This design comes from an exercise in tuning for small area and a short achievable clock period on the open sky130 flow, not from production work. Function was not checked in any run shown here: the RTL went through the layout flow alone. Power and IR drop assume default switching activity.

==> flow/design.v, too long to show whole: its modules and the start of the top module <==
// module ue_fa: 4 lines
// module ue_lane: 1532 lines
module ue_lane (
    input  wire         clk,
    input  wire         rst,         
    input  wire         ld_valid,
    input  wire [127:0] ld_v,        
    input  wire         ld_q,
    input  wire         ld_member,
    input  wire         ld_paired,
    input  wire [255:0] p_regs,
    input  wire         ins_valid,
    input  wire [31:0]  ins_word,
    output wire [127:0] v_out,
    output wire [255:0] t_out,
    output wire [3:0]   k_out,
    output wire         q_out,
    output wire         fault
);
  // ...
==> flow/flow/run.sh <==
#!/bin/bash
# The standard layout, with plain buffers (instead of delay cells) on the ports
# and timing repair aimed well below the clock period.
set -euo pipefail
export BUFFER_PORTS_ARGS="-buffer_cell sky130_fd_sc_hd__buf_1"
export SETUP_SLACK_MARGIN=14
bash standard.sh > flow_make.log 2>&1
==> flow/standard.sh <==
#!/bin/bash
# synth_recipe.tcl (not shown) runs the flow's synth.tcl, then flattens the netlist and writes it again
# the make line also repeats each setting of config.mk as NAME=value (left out here)
make -C /OpenROAD-flow-scripts/flow DESIGN_CONFIG=/design/flow/config.mk WORK_HOME=/design/flow/orfs CLKGATE_MAP_FILE= SYNTH_SCRIPT=/design/flow/synth_recipe.tcl "${@:-finish}"
==> flow/config.mk <==
export PLATFORM = sky130hd
export DESIGN_NAME = ue_lane
export DESIGN_NICKNAME = ue_lane
export VERILOG_FILES = /design/flow/design.v
export SDC_FILE = /design/flow/constraint.sdc
export NUM_CORES = 8
export LEC_CHECK = 0
export ABC_AREA = 1
export ABC_CLOCK_PERIOD_IN_PS = 22000
export CAP_MARGIN = 30
export CORE_MARGIN = 2
export CORE_UTILIZATION = 60
export SLEW_MARGIN = 30
==> flow/constraint.sdc <==
create_clock -name core_clock -period 28.0 [get_ports {clk}]
set_input_delay 5.6000 -clock core_clock [delete_from_list [all_inputs] [get_ports {clk}]]
set_output_delay 5.6000 -clock core_clock [all_outputs]
set_load 0.01 [all_outputs]
==> summary.md, run 1 <==
| Metric | Value |
|---|---|
| Status | stopped before the end |
| Last step reached | global routing |
| Run Error | [ERROR GRT-0116] Global routing finished with congestion. Check the congestion regions in the DRC Viewer. |
| Largest family of logic cells by synthesized area | simple AND/OR/NAND/NOR gates |
| Top_reg_cell synth | dfxtp_1 |
| GR Layer Usage met1 | 0.953 |
| Grt peak-use layer | met2 |
| Placed Cells | about 12000 |
| Count leader, synth | nand2_1 |
| Hpwl dp | around 360000 um |
| Post-Syn Area per Cell | ~6.3 um2 |
| Adder-cell share of the synthesized area | 0.195 |
| GRT overflow | between 4000 and 5000 |
| XOR/XNOR Fraction of Synth Area | 0.0747 |
| IO Count | roughly 810 |
| Synth area leaders | fa_1 (15%), nand2_1 (15%), dfxtp_1 (12%) |
| Dpl ws | roughly 9 ns |
| RD Place Congestion | around 1.4 |
| Clk root buf | clkbuf_16 |
| CTS Sinks | between 300 and 400 |
| Post-synthesis sequential area ratio | 0.121 |
| Synth area leader | fa_1 |
| Async SR Flop Fraction | 0 |
| I/O Buffers | roughly 810 |
| Die span in y | roughly 330 um |
| Site Rows | between 100 and 150 |
| CTS buffer count | 43 |
| Htree depth | 2 |
| CTS Hold Buffers Added | 0 |
| Cell Area, Synth | between 60000 and 70000 um2 |
| Die W | ~330 um |
| Met3 usage | 0.916 |
| Post-synth EDFFs | 0 |
| FF+latch count, synth | about 390 |
| Post-synthesis mux area share | 0.000636 |
==> run 2: changes to the inputs <==
--- a/flow/design.v
+++ b/flow/design.v
@@ -1,12 +1,16 @@
 module ue_fa (input wire a, input wire b, input wire c, output wire s, output wire co);
     assign s  = a ^ b ^ c;
     assign co = (a & b) | (a & c) | (b & c);
 endmodule
+module ue_ha (input wire a, input wire b, output wire s, output wire co);
+    assign s  = a ^ b;
+    assign co = a & b;
+endmodule
 module ue_lane (
     input  wire         clk,
     input  wire         rst,         
     input  wire         ld_valid,
     input  wire [127:0] ld_v,        
     input  wire         ld_q,
     input  wire         ld_member,
     input  wire         ld_paired,
@@ -175,26 +179,27 @@
             2'b01:   new_k = k[kidx] & cmp_c;
             default: new_k = k[kidx] | cmp_c;
         endcase
     end
     wire [31:0] bm = (op_mul | op_mac) ? Y :
                      op_muli ? imm32 :
                      {31'd0, op_add | op_sub | op_addi | op_shr};
     wire abs_neg = op_abs & X[31];
-    wire [31:0] cs_in = op_mac ? Z :
-                        (op_shl | op_mov | op_abs) ? (X ^ {32{abs_neg}}) : 32'd0;
+    wire [31:0] cs_in = op_mac ? Z : 32'd0;
     wire        rb    = ((op_mul | op_mac | op_shr) & rnd & (sh != 5'd0)) | op_muli;
-    wire [4:0]  lsh   = (op_mul | op_mac | op_shr | op_shl) ? sh : (op_muli ? 5'd15 : 5'd0);
-    wire [4:0]  rsh   = (op_mul | op_mac | op_shr) ? sh : (op_muli ? 5'd15 : 5'd0);
+    wire [4:0]  lsh   = (op_mul | op_mac | op_shr) ? sh : (op_muli ? 5'd15 : 5'd0);
+    wire [4:0]  rsh   = (op_mul | op_mac | op_shr) ? sh : op_muli ? 5'd15 : op_shl ? ~sh : 5'd0;
     wire [64:0] cs_sh = $signed({cs_in, rb}) <<< lsh;
     wire [31:0] u = op_add ? Y :
                     op_sub ? ~Y :
-                    (op_addi | op_movi) ? imm32 : 32'd0;
-    wire [63:0] c64  = cs_sh[64:1] | {{32{u[31]}}, u};
+                    (op_addi | op_movi) ? imm32 :
+                    (op_mov | op_abs) ? (X ^ {32{abs_neg}}) : 32'd0;
+    wire [32:0] xs = op_shl ? {X[31], X} : 33'd0;
+    wire [63:0] c64  = cs_sh[64:1] | {{32{u[31]}}, u} | {xs, 31'd0};
     wire        cin0 = op_sub | abs_neg;
     wire [32:0] bx = {bm, 1'b0};
     wire [15:0] bone, btwo, bneg, ps;
     wire [16*33-1:0] ppf;
     wire [33:0] xe = {X[31], X[31], X};
     generate
         for (gi = 0; gi < 16; gi = gi + 1) begin : g_booth
             wire b0 = bx[2*gi], b1 = bx[2*gi+1], b2 = bx[2*gi+2];
@@ -208,86 +213,86 @@
                 end else begin : gn
                     assign ppf[gi*33+gk] = ((bone[gi] & xe[gk]) | (btwo[gi] & xe[gk-1])) ^ bneg[gi];
                 end
             end
             assign ps[gi] = (X[31] & (bone[gi] | btwo[gi])) ^ bneg[gi];
         end
     endgenerate
     wire [63:0] sa, sb;
-    wire hs0 = bneg[11] ^ ppf[22];
-    wire hc0 = bneg[11] & ppf[22];
-    wire hs1 = ppf[23] ^ ppf[54];
-    wire hc1 = ppf[23] & ppf[54];
+    wire hs0, hc0;
+    ue_ha u_ha0 (.a(bneg[11]), .b(ppf[22]), .s(hs0), .co(hc0));
+    wire hs1, hc1;
+    ue_ha u_ha1 (.a(ppf[23]), .b(ppf[54]), .s(hs1), .co(hc1));
     wire fs0, fc0;
     ue_fa u_fa0 (.a(bneg[12]), .b(ppf[24]), .c(ppf[55]), .s(fs0), .co(fc0));
-    wire hs2 = ppf[86] ^ ppf[117];
-    wire hc2 = ppf[86] & ppf[117];
+    wire hs2, hc2;
+    ue_ha u_ha2 (.a(ppf[86]), .b(ppf[117]), .s(hs2), .co(hc2));
     wire fs1, fc1;
     ue_fa u_fa1 (.a(ppf[25]), .b(ppf[56]), .c(ppf[87]), .s(fs1), .co(fc1));
-    wire hs3 = ppf[118] ^ ppf[149];
-    wire hc3 = ppf[118] & ppf[149];
+    wire hs3, hc3;
+    ue_ha u_ha3 (.a(ppf[118]), .b(ppf[149]), .s(hs3), .co(hc3));
     wire fs2, fc2;
     ue_fa u_fa2 (.a(bneg[13]), .b(ppf[26]), .c(ppf[57]), .s(fs2), .co(fc2));
     wire fs3, fc3;
     ue_fa u_fa3 (.a(ppf[88]), .b(ppf[119]), .c(ppf[150]), .s(fs3), .co(fc3));
-    wire hs4 = ppf[181] ^ ppf[212];
-    wire hc4 = ppf[181] & ppf[212];
+    wire hs4, hc4;
+    ue_ha u_ha4 (.a(ppf[181]), .b(ppf[212]), .s(hs4), .co(hc4));
     wire fs4, fc4;
     ue_fa u_fa4 (.a(ppf[27]), .b(ppf[58]), .c(ppf[89]), .s(fs4), .co(fc4));
     wire fs5, fc5;
     ue_fa u_fa5 (.a(ppf[120]), .b(ppf[151]), .c(ppf[182]), .s(fs5), .co(fc5));
-    wire hs5 = ppf[213] ^ ppf[244];
-    wire hc5 = ppf[213] & ppf[244];
+    wire hs5, hc5;
+    ue_ha u_ha5 (.a(ppf[213]), .b(ppf[244]), .s(hs5), .co(hc5));
     wire fs6, fc6;
     ue_fa u_fa6 (.a(bneg[14]), .b(ppf[28]), .c(ppf[59]), .s(fs6), .co(fc6));
     wire fs7, fc7;
     ue_fa u_fa7 (.a(ppf[90]), .b(ppf[121]), .c(ppf[152]), .s(fs7), .co(fc7));
     wire fs8, fc8;
     ue_fa u_fa8 (.a(ppf[183]), .b(ppf[214]), .c(ppf[245]), .s(fs8), .co(fc8));
-    wire hs6 = ppf[276] ^ ppf[307];
-    wire hc6 = ppf[276] & ppf[307];
+    wire hs6, hc6;
+    ue_ha u_ha6 (.a(ppf[276]), .b(ppf[307]), .s(hs6), .co(hc6));
     wire fs9, fc9;
     ue_fa u_fa9 (.a(ppf[29]), .b(ppf[60]), .c(ppf[91]), .s(fs9), .co(fc9));
     wire fs10, fc10;
     ue_fa u_fa10 (.a(ppf[122]), .b(ppf[153]), .c(ppf[184]), .s(fs10), .co(fc10));
     wire fs11, fc11;
     ue_fa u_fa11 (.a(ppf[215]), .b(ppf[246]), .c(ppf[277]), .s(fs11), .co(fc11));
-    wire hs7 = ppf[308] ^ ppf[339];
-    wire hc7 = ppf[308] & ppf[339];
+    wire hs7, hc7;
+    ue_ha u_ha7 (.a(ppf[308]), .b(ppf[339]), .s(hs7), .co(hc7));
     wire fs12, fc12;
     ue_fa u_fa12 (.a(bneg[15]), .b(ppf[30]), .c(ppf[61]), .s(fs12), .co(fc12));
     wire fs13, fc13;
     ue_fa u_fa13 (.a(ppf[92]), .b(ppf[123]), .c(ppf[154]), .s(fs13), .co(fc13));
     wire fs14, fc14;
     ue_fa u_fa14 (.a(ppf[185]), .b(ppf[216]), .c(ppf[247]), .s(fs14), .co(fc14));
     wire fs15, fc15;
     ue_fa u_fa15 (.a(ppf[278]), .b(ppf[309]), .c(ppf[340]), .s(fs15), .co(fc15));
-    wire hs8 = ppf[371] ^ ppf[402];
-    wire hc8 = ppf[371] & ppf[402];
+    wire hs8, hc8;
+    ue_ha u_ha8 (.a(ppf[371]), .b(ppf[402]), .s(hs8), .co(hc8));
     wire fs16, fc16;
     ue_fa u_fa16 (.a(ppf[31]), .b(ppf[62]), .c(ppf[93]), .s(fs16), .co(fc16));
     wire fs17, fc17;
     ue_fa u_fa17 (.a(ppf[124]), .b(ppf[155]), .c(ppf[186]), .s(fs17), .co(fc17));
     wire fs18, fc18;
     ue_fa u_fa18 (.a(ppf[217]), .b(ppf[248]), .c(ppf[279]), .s(fs18), .co(fc18));
     wire fs19, fc19;
     ue_fa u_fa19 (.a(ppf[310]), .b(ppf[341]), .c(ppf[372]), .s(fs19), .co(fc19));
-    wire hs9 = ppf[403] ^ ppf[434];
-    wire hc9 = ppf[403] & ppf[434];
+    wire hs9, hc9;
+    ue_ha u_ha9 (.a(ppf[403]), .b(ppf[434]), .s(hs9), .co(hc9));
     wire fs20, fc20;
     ue_fa u_fa20 (.a(ppf[32]), .b(ppf[63]), .c(ppf[94]), .s(fs20), .co(fc20));
     wire fs21, fc21;
     ue_fa u_fa21 (.a(ppf[125]), .b(ppf[156]), .c(ppf[187]), .s(fs21), .co(fc21));
     wire fs22, fc22;
     ue_fa u_fa22 (.a(ppf[218]), .b(ppf[249]), .c(ppf[280]), .s(fs22), .co(fc22));
     wire fs23, fc23;
     ue_fa u_fa23 (.a(ppf[311]), .b(ppf[342]), .c(ppf[373]), .s(fs23), .co(fc23));
-    wire hs10 = ppf[404] ^ ppf[435];
-    wire hc10 = ppf[404] & ppf[435];
+    wire hs10, hc10;
+    ue_ha u_ha10 (.a(ppf[404]), .b(ppf[435]), .s(hs10), .co(hc10));
     wire fs24, fc24;
     ue_fa u_fa24 (.a(1'b1), .b(~ps[0]), .c(ppf[64]), .s(fs24), .co(fc24));
     wire fs25, fc25;
     ue_fa u_fa25 (.a(ppf[95]), .b(ppf[126]), .c(ppf[157]), .s(fs25), .co(fc25));
     wire fs26, fc26;
     ue_fa u_fa26 (.a(ppf[188]), .b(ppf[219]), .c(ppf[250]), .s(fs26), .co(fc26));
     wire fs27, fc27;
     ue_fa u_fa27 (.a(ppf[281]), .b(ppf[312]), .c(ppf[343]), .s(fs27), .co(fc27));
@@ -296,98 +301,98 @@
     wire fs29, fc29;
     ue_fa u_fa29 (.a(1'b1), .b(ppf[65]), .c(ppf[96]), .s(fs29), .co(fc29));
     wire fs30, fc30;
     ue_fa u_fa30 (.a(ppf[127]), .b(ppf[158]), .c(ppf[189]), .s(fs30), .co(fc30));
     wire fs31, fc31;
     ue_fa u_fa31 (.a(ppf[220]), .b(ppf[251]), .c(ppf[282]), .s(fs31), .co(fc31));
     wire fs32, fc32;
     ue_fa u_fa32 (.a(ppf[313]), .b(ppf[344]), .c(ppf[375]), .s(fs32), .co(fc32));
-    wire hs11 = ppf[406] ^ ppf[437];
-    wire hc11 = ppf[406] & ppf[437];
+    wire hs11, hc11;
+    ue_ha u_ha11 (.a(ppf[406]), .b(ppf[437]), .s(hs11), .co(hc11));
     wire fs33, fc33;
     ue_fa u_fa33 (.a(~ps[1]), .b(ppf[97]), .c(ppf[128]), .s(fs33), .co(fc33));
     wire fs34, fc34;
     ue_fa u_fa34 (.a(ppf[159]), .b(ppf[190]), .c(ppf[221]), .s(fs34), .co(fc34));
     wire fs35, fc35;
     ue_fa u_fa35 (.a(ppf[252]), .b(ppf[283]), .c(ppf[314]), .s(fs35), .co(fc35));
     wire fs36, fc36;
     ue_fa u_fa36 (.a(ppf[345]), .b(ppf[376]), .c(ppf[407]), .s(fs36), .co(fc36));
     wire fs37, fc37;
     ue_fa u_fa37 (.a(1'b1), .b(ppf[98]), .c(ppf[129]), .s(fs37), .co(fc37));
     wire fs38, fc38;
     ue_fa u_fa38 (.a(ppf[160]), .b(ppf[191]), .c(ppf[222]), .s(fs38), .co(fc38));
     wire fs39, fc39;
     ue_fa u_fa39 (.a(ppf[253]), .b(ppf[284]), .c(ppf[315]), .s(fs39), .co(fc39));
-    wire hs12 = ppf[346] ^ ppf[377];
-    wire hc12 = ppf[346] & ppf[377];
+    wire hs12, hc12;
+    ue_ha u_ha12 (.a(ppf[346]), .b(ppf[377]), .s(hs12), .co(hc12));
     wire fs40, fc40;
     ue_fa u_fa40 (.a(~ps[2]), .b(ppf[130]), .c(ppf[161]), .s(fs40), .co(fc40));
     wire fs41, fc41;
     ue_fa u_fa41 (.a(ppf[192]), .b(ppf[223]), .c(ppf[254]), .s(fs41), .co(fc41));
     wire fs42, fc42;
     ue_fa u_fa42 (.a(ppf[285]), .b(ppf[316]), .c(ppf[347]), .s(fs42), .co(fc42));
     wire fs43, fc43;
     ue_fa u_fa43 (.a(1'b1), .b(ppf[131]), .c(ppf[162]), .s(fs43), .co(fc43));
     wire fs44, fc44;
     ue_fa u_fa44 (.a(ppf[193]), .b(ppf[224]), .c(ppf[255]), .s(fs44), .co(fc44));
-    wire hs13 = ppf[286] ^ ppf[317];
-    wire hc13 = ppf[286] & ppf[317];
+    wire hs13, hc13;
+    ue_ha u_ha13 (.a(ppf[286]), .b(ppf[317]), .s(hs13), .co(hc13));
     wire fs45, fc45;
     ue_fa u_fa45 (.a(~ps[3]), .b(ppf[163]), .c(ppf[194]), .s(fs45), .co(fc45));
     wire fs46, fc46;
     ue_fa u_fa46 (.a(ppf[225]), .b(ppf[256]), .c(ppf[287]), .s(fs46), .co(fc46));
     wire fs47, fc47;
     ue_fa u_fa47 (.a(1'b1), .b(ppf[164]), .c(ppf[195]), .s(fs47), .co(fc47));
-    wire hs14 = ppf[226] ^ ppf[257];
-    wire hc14 = ppf[226] & ppf[257];
+    wire hs14, hc14;
+    ue_ha u_ha14 (.a(ppf[226]), .b(ppf[257]), .s(hs14), .co(hc14));
     wire fs48, fc48;
     ue_fa u_fa48 (.a(~ps[4]), .b(ppf[196]), .c(ppf[227]), .s(fs48), .co(fc48));
-    wire hs15 = 1'b1 ^ ppf[197];
-    wire hc15 = 1'b1 & ppf[197];
-    wire hs16 = bneg[7] ^ ppf[14];
-    wire hc16 = bneg[7] & ppf[14];
-    wire hs17 = ppf[15] ^ ppf[46];
-    wire hc17 = ppf[15] & ppf[46];
+    wire hs15, hc15;
+    ue_ha u_ha15 (.a(1'b1), .b(ppf[197]), .s(hs15), .co(hc15));
+    wire hs16, hc16;
+    ue_ha u_ha16 (.a(bneg[7]), .b(ppf[14]), .s(hs16), .co(hc16));
+    wire hs17, hc17;
+    ue_ha u_ha17 (.a(ppf[15]), .b(ppf[46]), .s(hs17), .co(hc17));
     wire fs49, fc49;
     ue_fa u_fa49 (.a(bneg[8]), .b(ppf[16]), .c(ppf[47]), .s(fs49), .co(fc49));
-    wire hs18 = ppf[78] ^ ppf[109];
-    wire hc18 = ppf[78] & ppf[109];
+    wire hs18, hc18;
+    ue_ha u_ha18 (.a(ppf[78]), .b(ppf[109]), .s(hs18), .co(hc18));
     wire fs50, fc50;
     ue_fa u_fa50 (.a(ppf[17]), .b(ppf[48]), .c(ppf[79]), .s(fs50), .co(fc50));
-    wire hs19 = ppf[110] ^ ppf[141];
-    wire hc19 = ppf[110] & ppf[141];
+    wire hs19, hc19;
+    ue_ha u_ha19 (.a(ppf[110]), .b(ppf[141]), .s(hs19), .co(hc19));
     wire fs51, fc51;
     ue_fa u_fa51 (.a(bneg[9]), .b(ppf[18]), .c(ppf[49]), .s(fs51), .co(fc51));
     wire fs52, fc52;
     ue_fa u_fa52 (.a(ppf[80]), .b(ppf[111]), .c(ppf[142]), .s(fs52), .co(fc52));
-    wire hs20 = ppf[173] ^ ppf[204];
-    wire hc20 = ppf[173] & ppf[204];
+    wire hs20, hc20;
+    ue_ha u_ha20 (.a(ppf[173]), .b(ppf[204]), .s(hs20), .co(hc20));
     wire fs53, fc53;
     ue_fa u_fa53 (.a(ppf[19]), .b(ppf[50]), .c(ppf[81]), .s(fs53), .co(fc53));
     wire fs54, fc54;
     ue_fa u_fa54 (.a(ppf[112]), .b(ppf[143]), .c(ppf[174]), .s(fs54), .co(fc54));
-    wire hs21 = ppf[205] ^ ppf[236];
-    wire hc21 = ppf[205] & ppf[236];
+    wire hs21, hc21;
+    ue_ha u_ha21 (.a(ppf[205]), .b(ppf[236]), .s(hs21), .co(hc21));
     wire fs55, fc55;
     ue_fa u_fa55 (.a(bneg[10]), .b(ppf[20]), .c(ppf[51]), .s(fs55), .co(fc55));
     wire fs56, fc56;
     ue_fa u_fa56 (.a(ppf[82]), .b(ppf[113]), .c(ppf[144]), .s(fs56), .co(fc56));
     wire fs57, fc57;
     ue_fa u_fa57 (.a(ppf[175]), .b(ppf[206]), .c(ppf[237]), .s(fs57), .co(fc57));
-    wire hs22 = ppf[268] ^ ppf[299];
-    wire hc22 = ppf[268] & ppf[299];
+    wire hs22, hc22;
+    ue_ha u_ha22 (.a(ppf[268]), .b(ppf[299]), .s(hs22), .co(hc22));
     wire fs58, fc58;
     ue_fa u_fa58 (.a(ppf[21]), .b(ppf[52]), .c(ppf[83]), .s(fs58), .co(fc58));
     wire fs59, fc59;
     ue_fa u_fa59 (.a(ppf[114]), .b(ppf[145]), .c(ppf[176]), .s(fs59), .co(fc59));
     wire fs60, fc60;
     ue_fa u_fa60 (.a(ppf[207]), .b(ppf[238]), .c(ppf[269]), .s(fs60), .co(fc60));
-    wire hs23 = ppf[300] ^ ppf[331];
-    wire hc23 = ppf[300] & ppf[331];
+    wire hs23, hc23;
+    ue_ha u_ha23 (.a(ppf[300]), .b(ppf[331]), .s(hs23), .co(hc23));
     wire fs61, fc61;
     ue_fa u_fa61 (.a(ppf[53]), .b(ppf[84]), .c(ppf[115]), .s(fs61), .co(fc61));
     wire fs62, fc62;
     ue_fa u_fa62 (.a(ppf[146]), .b(ppf[177]), .c(ppf[208]), .s(fs62), .co(fc62));
     wire fs63, fc63;
     ue_fa u_fa63 (.a(ppf[239]), .b(ppf[270]), .c(ppf[301]), .s(fs63), .co(fc63));
     wire fs64, fc64;
     ue_fa u_fa64 (.a(ppf[332]), .b(ppf[363]), .c(hs0), .s(fs64), .co(fc64));
@@ -560,66 +565,66 @@
     wire fs148, fc148;
     ue_fa u_fa148 (.a(ppf[477]), .b(ppf[508]), .c(hc15), .s(fs148), .co(fc148));
     wire fs149, fc149;
     ue_fa u_fa149 (.a(1'b1), .b(ppf[230]), .c(ppf[261]), .s(fs149), .co(fc149));
     wire fs150, fc150;
     ue_fa u_fa150 (.a(ppf[292]), .b(ppf[323]), .c(ppf[354]), .s(fs150), .co(fc150));
     wire fs151, fc151;
     ue_fa u_fa151 (.a(ppf[385]), .b(ppf[416]), .c(ppf[447]), .s(fs151), .co(fc151));
-    wire hs24 = ppf[478] ^ ppf[509];
-    wire hc24 = ppf[478] & ppf[509];
+    wire hs24, hc24;
+    ue_ha u_ha24 (.a(ppf[478]), .b(ppf[509]), .s(hs24), .co(hc24));
     wire fs152, fc152;
     ue_fa u_fa152 (.a(~ps[6]), .b(ppf[262]), .c(ppf[293]), .s(fs152), .co(fc152));
     wire fs153, fc153;
     ue_fa u_fa153 (.a(ppf[324]), .b(ppf[355]), .c(ppf[386]), .s(fs153), .co(fc153));
     wire fs154, fc154;
     ue_fa u_fa154 (.a(ppf[417]), .b(ppf[448]), .c(ppf[479]), .s(fs154), .co(fc154));
     wire fs155, fc155;
     ue_fa u_fa155 (.a(1'b1), .b(ppf[263]), .c(ppf[294]), .s(fs155), .co(fc155));
     wire fs156, fc156;
     ue_fa u_fa156 (.a(ppf[325]), .b(ppf[356]), .c(ppf[387]), .s(fs156), .co(fc156));
-    wire hs25 = ppf[418] ^ ppf[449];
-    wire hc25 = ppf[418] & ppf[449];
+    wire hs25, hc25;
+    ue_ha u_ha25 (.a(ppf[418]), .b(ppf[449]), .s(hs25), .co(hc25));
     wire fs157, fc157;
     ue_fa u_fa157 (.a(~ps[7]), .b(ppf[295]), .c(ppf[326]), .s(fs157), .co(fc157));
     wire fs158, fc158;
     ue_fa u_fa158 (.a(ppf[357]), .b(ppf[388]), .c(ppf[419]), .s(fs158), .co(fc158));
     wire fs159, fc159;
     ue_fa u_fa159 (.a(1'b1), .b(ppf[296]), .c(ppf[327]), .s(fs159), .co(fc159));
-    wire hs26 = ppf[358] ^ ppf[389];
-    wire hc26 = ppf[358] & ppf[389];
+    wire hs26, hc26;
+    ue_ha u_ha26 (.a(ppf[358]), .b(ppf[389]), .s(hs26), .co(hc26));
     wire fs160, fc160;
     ue_fa u_fa160 (.a(~ps[8]), .b(ppf[328]), .c(ppf[359]), .s(fs160), .co(fc160));
-    wire hs27 = 1'b1 ^ ppf[329];
-    wire hc27 = 1'b1 & ppf[329];
-    wire hs28 = bneg[4] ^ ppf[8];
-    wire hc28 = bneg[4] & ppf[8];
-    wire hs29 = ppf[9] ^ ppf[40];
-    wire hc29 = ppf[9] & ppf[40];
+    wire hs27, hc27;
+    ue_ha u_ha27 (.a(1'b1), .b(ppf[329]), .s(hs27), .co(hc27));
+    wire hs28, hc28;
+    ue_ha u_ha28 (.a(bneg[4]), .b(ppf[8]), .s(hs28), .co(hc28));
+    wire hs29, hc29;
+    ue_ha u_ha29 (.a(ppf[9]), .b(ppf[40]), .s(hs29), .co(hc29));
     wire fs161, fc161;
     ue_fa u_fa161 (.a(bneg[5]), .b(ppf[10]), .c(ppf[41]), .s(fs161), .co(fc161));
-    wire hs30 = ppf[72] ^ ppf[103];
-    wire hc30 = ppf[72] & ppf[103];
+    wire hs30, hc30;
+    ue_ha u_ha30 (.a(ppf[72]), .b(ppf[103]), .s(hs30), .co(hc30));
     wire fs162, fc162;
     ue_fa u_fa162 (.a(ppf[11]), .b(ppf[42]), .c(ppf[73]), .s(fs162), .co(fc162));
-    wire hs31 = ppf[104] ^ ppf[135];
-    wire hc31 = ppf[104] & ppf[135];
+    wire hs31, hc31;
+    ue_ha u_ha31 (.a(ppf[104]), .b(ppf[135]), .s(hs31), .co(hc31));
     wire fs163, fc163;
     ue_fa u_fa163 (.a(bneg[6]), .b(ppf[12]), .c(ppf[43]), .s(fs163), .co(fc163));
     wire fs164, fc164;
     ue_fa u_fa164 (.a(ppf[74]), .b(ppf[105]), .c(ppf[136]), .s(fs164), .co(fc164));
-    wire hs32 = ppf[167] ^ ppf[198];
-    wire hc32 = ppf[167] & ppf[198];
+    wire hs32, hc32;
+    ue_ha u_ha32 (.a(ppf[167]), .b(ppf[198]), .s(hs32), .co(hc32));
     wire fs165, fc165;
     ue_fa u_fa165 (.a(ppf[13]), .b(ppf[44]), .c(ppf[75]), .s(fs165), .co(fc165));
     wire fs166, fc166;
     ue_fa u_fa166 (.a(ppf[106]), .b(ppf[137]), .c(ppf[168]), .s(fs166), .co(fc166));
-    wire hs33 = ppf[199] ^ c64[13];
-    wire hc33 = ppf[199] & c64[13];
+    wire hs33, hc33;
+    ue_ha u_ha33 (.a(ppf[199]), .b(c64[13]), .s(hs33), .co(hc33));
     wire fs167, fc167;
     ue_fa u_fa167 (.a(ppf[45]), .b(ppf[76]), .c(ppf[107]), .s(fs167), .co(fc167));
     wire fs168, fc168;
     ue_fa u_fa168 (.a(ppf[138]), .b(ppf[169]), .c(ppf[200]), .s(fs168), .co(fc168));
     wire fs169, fc169;
     ue_fa u_fa169 (.a(ppf[231]), .b(hs16), .c(c64[14]), .s(fs169), .co(fc169));
     wire fs170, fc170;
     ue_fa u_fa170 (.a(ppf[77]), .b(ppf[108]), .c(ppf[139]), .s(fs170), .co(fc170));
@@ -842,42 +847,42 @@
     wire fs279, fc279;
     ue_fa u_fa279 (.a(ppf[423]), .b(ppf[454]), .c(ppf[485]), .s(fs279), .co(fc279));
     wire fs280, fc280;
     ue_fa u_fa280 (.a(ppf[516]), .b(hc27), .c(c64[51]), .s(fs280), .co(fc280));
     wire fs281, fc281;
     ue_fa u_fa281 (.a(1'b1), .b(ppf[362]), .c(ppf[393]), .s(fs281), .co(fc281));
     wire fs282, fc282;
     ue_fa u_fa282 (.a(ppf[424]), .b(ppf[455]), .c(ppf[486]), .s(fs282), .co(fc282));
-    wire hs34 = ppf[517] ^ c64[52];
-    wire hc34 = ppf[517] & c64[52];
+    wire hs34, hc34;
+    ue_ha u_ha34 (.a(ppf[517]), .b(c64[52]), .s(hs34), .co(hc34));
     wire fs283, fc283;
     ue_fa u_fa283 (.a(~ps[10]), .b(ppf[394]), .c(ppf[425]), .s(fs283), .co(fc283));
     wire fs284, fc284;
     ue_fa u_fa284 (.a(ppf[456]), .b(ppf[487]), .c(ppf[518]), .s(fs284), .co(fc284));
     wire fs285, fc285;
     ue_fa u_fa285 (.a(1'b1), .b(ppf[395]), .c(ppf[426]), .s(fs285), .co(fc285));
-    wire hs35 = ppf[457] ^ ppf[488];
-    wire hc35 = ppf[457] & ppf[488];
+    wire hs35, hc35;
+    ue_ha u_ha35 (.a(ppf[457]), .b(ppf[488]), .s(hs35), .co(hc35));
     wire fs286, fc286;
     ue_fa u_fa286 (.a(~ps[11]), .b(ppf[427]), .c(ppf[458]), .s(fs286), .co(fc286));
-    wire hs36 = 1'b1 ^ ppf[428];
-    wire hc36 = 1'b1 & ppf[428];
-    wire hs37 = bneg[2] ^ ppf[4];
-    wire hc37 = bneg[2] & ppf[4];
-    wire hs38 = ppf[5] ^ ppf[36];
-    wire hc38 = ppf[5] & ppf[36];
+    wire hs36, hc36;
+    ue_ha u_ha36 (.a(1'b1), .b(ppf[428]), .s(hs36), .co(hc36));
+    wire hs37, hc37;
+    ue_ha u_ha37 (.a(bneg[2]), .b(ppf[4]), .s(hs37), .co(hc37));
+    wire hs38, hc38;
+    ue_ha u_ha38 (.a(ppf[5]), .b(ppf[36]), .s(hs38), .co(hc38));
     wire fs287, fc287;
     ue_fa u_fa287 (.a(bneg[3]), .b(ppf[6]), .c(ppf[37]), .s(fs287), .co(fc287));
-    wire hs39 = ppf[68] ^ ppf[99];
-    wire hc39 = ppf[68] & ppf[99];
+    wire hs39, hc39;
+    ue_ha u_ha39 (.a(ppf[68]), .b(ppf[99]), .s(hs39), .co(hc39));
     wire fs288, fc288;
     ue_fa u_fa288 (.a(ppf[7]), .b(ppf[38]), .c(ppf[69]), .s(fs288), .co(fc288));
-    wire hs40 = ppf[100] ^ c64[7];
-    wire hc40 = ppf[100] & c64[7];
+    wire hs40, hc40;
+    ue_ha u_ha40 (.a(ppf[100]), .b(c64[7]), .s(hs40), .co(hc40));
     wire fs289, fc289;
     ue_fa u_fa289 (.a(ppf[39]), .b(ppf[70]), .c(ppf[101]), .s(fs289), .co(fc289));
     wire fs290, fc290;
     ue_fa u_fa290 (.a(ppf[132]), .b(hs28), .c(c64[8]), .s(fs290), .co(fc290));
     wire fs291, fc291;
     ue_fa u_fa291 (.a(ppf[71]), .b(ppf[102]), .c(ppf[133]), .s(fs291), .co(fc291));
     wire fs292, fc292;
     ue_fa u_fa292 (.a(hc28), .b(hs29), .c(c64[9]), .s(fs292), .co(fc292));
@@ -1070,28 +1075,28 @@
     wire fs386, fc386;
     ue_fa u_fa386 (.a(hs36), .b(fc286), .c(c64[56]), .s(fs386), .co(fc386));
     wire fs387, fc387;
     ue_fa u_fa387 (.a(~ps[12]), .b(ppf[460]), .c(ppf[491]), .s(fs387), .co(fc387));
     wire fs388, fc388;
     ue_fa u_fa388 (.a(ppf[522]), .b(hc36), .c(c64[57]), .s(fs388), .co(fc388));
     wire fs389, fc389;
     ue_fa u_fa389 (.a(1'b1), .b(ppf[461]), .c(ppf[492]), .s(fs389), .co(fc389));
-    wire hs41 = ppf[523] ^ c64[58];
-    wire hc41 = ppf[523] & c64[58];
+    wire hs41, hc41;
+    ue_ha u_ha41 (.a(ppf[523]), .b(c64[58]), .s(hs41), .co(hc41));
     wire fs390, fc390;
     ue_fa u_fa390 (.a(~ps[13]), .b(ppf[493]), .c(ppf[524]), .s(fs390), .co(fc390));
-    wire hs42 = 1'b1 ^ ppf[494];
-    wire hc42 = 1'b1 & ppf[494];
-    wire hs43 = bneg[0] ^ ppf[0];
-    wire hc43 = bneg[0] & ppf[0];
-    wire hs44 = bneg[1] ^ ppf[2];
-    wire hc44 = bneg[1] & ppf[2];
-    wire hs45 = ppf[3] ^ ppf[34];
-    wire hc45 = ppf[3] & ppf[34];
+    wire hs42, hc42;
+    ue_ha u_ha42 (.a(1'b1), .b(ppf[494]), .s(hs42), .co(hc42));
+    wire hs43, hc43;
+    ue_ha u_ha43 (.a(bneg[0]), .b(ppf[0]), .s(hs43), .co(hc43));
+    wire hs44, hc44;
+    ue_ha u_ha44 (.a(bneg[1]), .b(ppf[2]), .s(hs44), .co(hc44));
+    wire hs45, hc45;
+    ue_ha u_ha45 (.a(ppf[3]), .b(ppf[34]), .s(hs45), .co(hc45));
     wire fs391, fc391;
     ue_fa u_fa391 (.a(ppf[35]), .b(ppf[66]), .c(hs37), .s(fs391), .co(fc391));
     wire fs392, fc392;
     ue_fa u_fa392 (.a(ppf[67]), .b(hc37), .c(hs38), .s(fs392), .co(fc392));
     wire fs393, fc393;
     ue_fa u_fa393 (.a(hc38), .b(hs39), .c(fs287), .s(fs393), .co(fc393));
     wire fs394, fc394;
     ue_fa u_fa394 (.a(hc39), .b(fc287), .c(fs288), .s(fs394), .co(fc394));
@@ -1198,20 +1203,20 @@
     wire fs445, fc445;
     ue_fa u_fa445 (.a(fc387), .b(fs389), .c(hs41), .s(fs445), .co(fc445));
     wire fs446, fc446;
     ue_fa u_fa446 (.a(fc389), .b(fs390), .c(c64[59]), .s(fs446), .co(fc446));
     wire fs447, fc447;
     ue_fa u_fa447 (.a(ppf[525]), .b(hs42), .c(fc390), .s(fs447), .co(fc447));
     wire fs448, fc448;
     ue_fa u_fa448 (.a(~ps[14]), .b(ppf[526]), .c(hc42), .s(fs448), .co(fc448));
-    wire hs46 = 1'b1 ^ ppf[527];
-    wire hc46 = 1'b1 & ppf[527];
-    wire hs47 = hs43 ^ c64[0];
-    wire hc47 = hs43 & c64[0];
+    wire hs46, hc46;
+    ue_ha u_ha46 (.a(1'b1), .b(ppf[527]), .s(hs46), .co(hc46));
+    wire hs47, hc47;
+    ue_ha u_ha47 (.a(hs43), .b(c64[0]), .s(hs47), .co(hc47));
     wire fs449, fc449;
     ue_fa u_fa449 (.a(ppf[1]), .b(hc43), .c(c64[1]), .s(fs449), .co(fc449));
     wire fs450, fc450;
     ue_fa u_fa450 (.a(ppf[33]), .b(hs44), .c(c64[2]), .s(fs450), .co(fc450));
     wire fs451, fc451;
     ue_fa u_fa451 (.a(hc44), .b(hs45), .c(c64[3]), .s(fs451), .co(fc451));
     wire fs452, fc452;
     ue_fa u_fa452 (.a(hc45), .b(c64[4]), .c(fs391), .s(fs452), .co(fc452));
==> flow/flow/run.sh (replaced) <==
#!/bin/bash
# The standard layout, with plain buffers (instead of delay cells) on the ports
# and timing repair aimed well below the clock period.
set -euo pipefail
export BUFFER_PORTS_ARGS="-buffer_cell sky130_fd_sc_hd__buf_1"
export SETUP_SLACK_MARGIN=13
bash standard.sh > flow_make.log 2>&1
==> flow/config.mk (replaced) <==
export PLATFORM = sky130hd
export DESIGN_NAME = ue_lane
export DESIGN_NICKNAME = ue_lane
export VERILOG_FILES = /design/flow/design.v
export SDC_FILE = /design/flow/constraint.sdc
export NUM_CORES = 8
export LEC_CHECK = 0
export ABC_AREA = 1
export CAP_MARGIN = 20
export CELL_PAD_IN_SITES_DETAIL_PLACEMENT = 1
export CORE_MARGIN = 2
export CORE_UTILIZATION = 45
export PLACE_DENSITY = 0.5
export SLEW_MARGIN = 20
export SYNTH_HIERARCHICAL = 1
export TNS_END_PERCENT = 5
==> run 2 against run 1 <==
The run again fails in global routing. Synthesized cell count is 3.5% lower. Area after synthesis decreased by 1.7%.
==> summary.md, run 2 <==
| Metric | Value |
|---|---|
| GRT overflow | around 18000 |
| Htree depth | 2 (unchanged) |
| FF+latch count, synth | 392 (unchanged) |
| RD Place Congestion | 1.28 (was 1.39) |
| Post-Syn Instances | 9874 (was 10200) |
| Post-synth cell types | 62 (was 67) |
| CTS Sinks | 392 (unchanged) |
| Run Error | [ERROR GRT-0116] Global routing finished with congestion. Check the congestion regions in the DRC Viewer. (unchanged) |
| Hpwl dp | 502000 um (was 358000 um) |
| Synth Warn # | 7 (was 1) |
| Synth top cells by count | nand2_1 (2940), inv_1 (1054), o22ai_1 (745) (was nand2_1 (2651), inv_1 (1496), nand3_1 (834)) |
| Post-synth EDFFs | 0 (unchanged) |
| Vias in the first global route | 131000 |
| CTS Buffer Depth | 3 (unchanged) |
| Post-synthesis sequential area ratio | 0.123 (was 0.121) |
| Die span in y | 381 um (was 333 um) |
| GRT Total Usage | 1.12 |
| Die W | 381 um (was 333 um) |
| CTS buffer count | 49 (was 43) |
| Synth top area share | 0.173 (was 0.154) |
| Post-Syn Area per Cell | 6.46 um2 (was 6.35 um2) |
| Synth area leader | nand2_1 (was fa_1) |
| First-pass GRT wire length | approximately 1200000 um |
| Largest net degree at the start of global routing | 82 |
| Synth area leaders | nand2_1 (17%), fa_1 (16%), dfxtp_1 (12%) (was fa_1 (15%), nand2_1 (15%), dfxtp_1 (12%)) |
| Top_reg_cell synth | dfxtp_1 (unchanged) |
| Last step reached | global routing (unchanged) |
| I/O Buffers | 812 (unchanged) |
| Initial core utilization | 0.452 (was 0.606) |
| Count leader, synth | nand2_1 (unchanged) |
| Site Rows | 138 (was 120) |
| Cell Area, Synth | 63800 um2 (was 64900 um2) |
| Dpl ws | 6.75 ns (was 8.85 ns) |
| IO Count | 813 (unchanged) |
| CTS Hold Buffers Added | 0 (unchanged) |
| Clk root buf | clkbuf_16 (unchanged) |
| Async SR Flop Fraction | 0 (unchanged) |
| Status | stopped before the end (unchanged) |
run 2: cell types whose count changed after synthesis, moves of 33 or more:
cell | previous run | this run
xor2_1 | 478 | 550
inv_1 | 1496 | 1054
nand3_1 | 834 | 699
o2111ai_1 | 88 | 121
o211ai_1 | 61 | 103
a31oi_1 | 43 | 2
a221oi_1 | 133 | 183
nor2_1 | 467 | 384
nand2_1 | 2651 | 2940
o21ai_0 | 586 | 550
xnor2_1 | 76 | 14
run 2: how the worst min path moves through the flow:
| stage | cells past startpoint | to |
|---|---|---|
| 4_1_cts | 2 | t[8] |
| 3_5_place_dp | 2 | t[23] |
| 3_3_place_gp | 2 | t[136] |
| 2_1_floorplan | 2 | paired |
run 2: cells by family after synthesis:
| kind of cell | after synthesis | share of synthesized area |
|---|---|---|
| simple gates | 4386 | 0.287 |
| compound gates | 2060 | 0.205 |
| mux | 1 | 0.000157 |
| fa+ha+maj | 724 | 0.202 |
| xor+xnor | 564 | 0.0774 |
| buf+inv | 1746 | 0.105 |
| flops | 392 | 0.123 |
| other cells | 1 | 0.0000588 |
run 2: per-layer routing:
metal,overflow,GRT usage
met1,1516,1.00
met2,11500,1.38
met3,1299,0.971
met4,3278,1.19
met5,168,0.858
run 2: stage by stage:
stage | std cells | utilization | instance area, um2
4_1_cts | 12700 | 0.576 | 81300
3_5_place_dp | 12300 | 0.494 | 69700
3_3_place_gp | 12300 | 0.493 | 69700
2_1_floorplan | 9889 | - | 63900
run 2: what timing repair did:
item	4_1_cts
gates resized for setup	1368
gates cloned	51
endpoints found under the setup margin	384
pin swaps	223
buffers inserted	281
run 2: Yosys stat by module, one instance, submodules excluded:
module | cell area (um2) | cells inside | times used | flops+latches
ue_fa | 20.0 | 1 | 512 | 0
ue_ha | 12.5 | 1 | 48 | 0
ue_lane | 53000 | 9314 | 1 | 392
run 2: power groups by stage:
stage / combinational, uW / clock, uW / sequential [uW]
detailed placement: 3560 / 0 / 606
floorplan: 1900 / 0 / 589
CTS: 4370 / 771 / 593
global placement: 3200 / 0 / 606
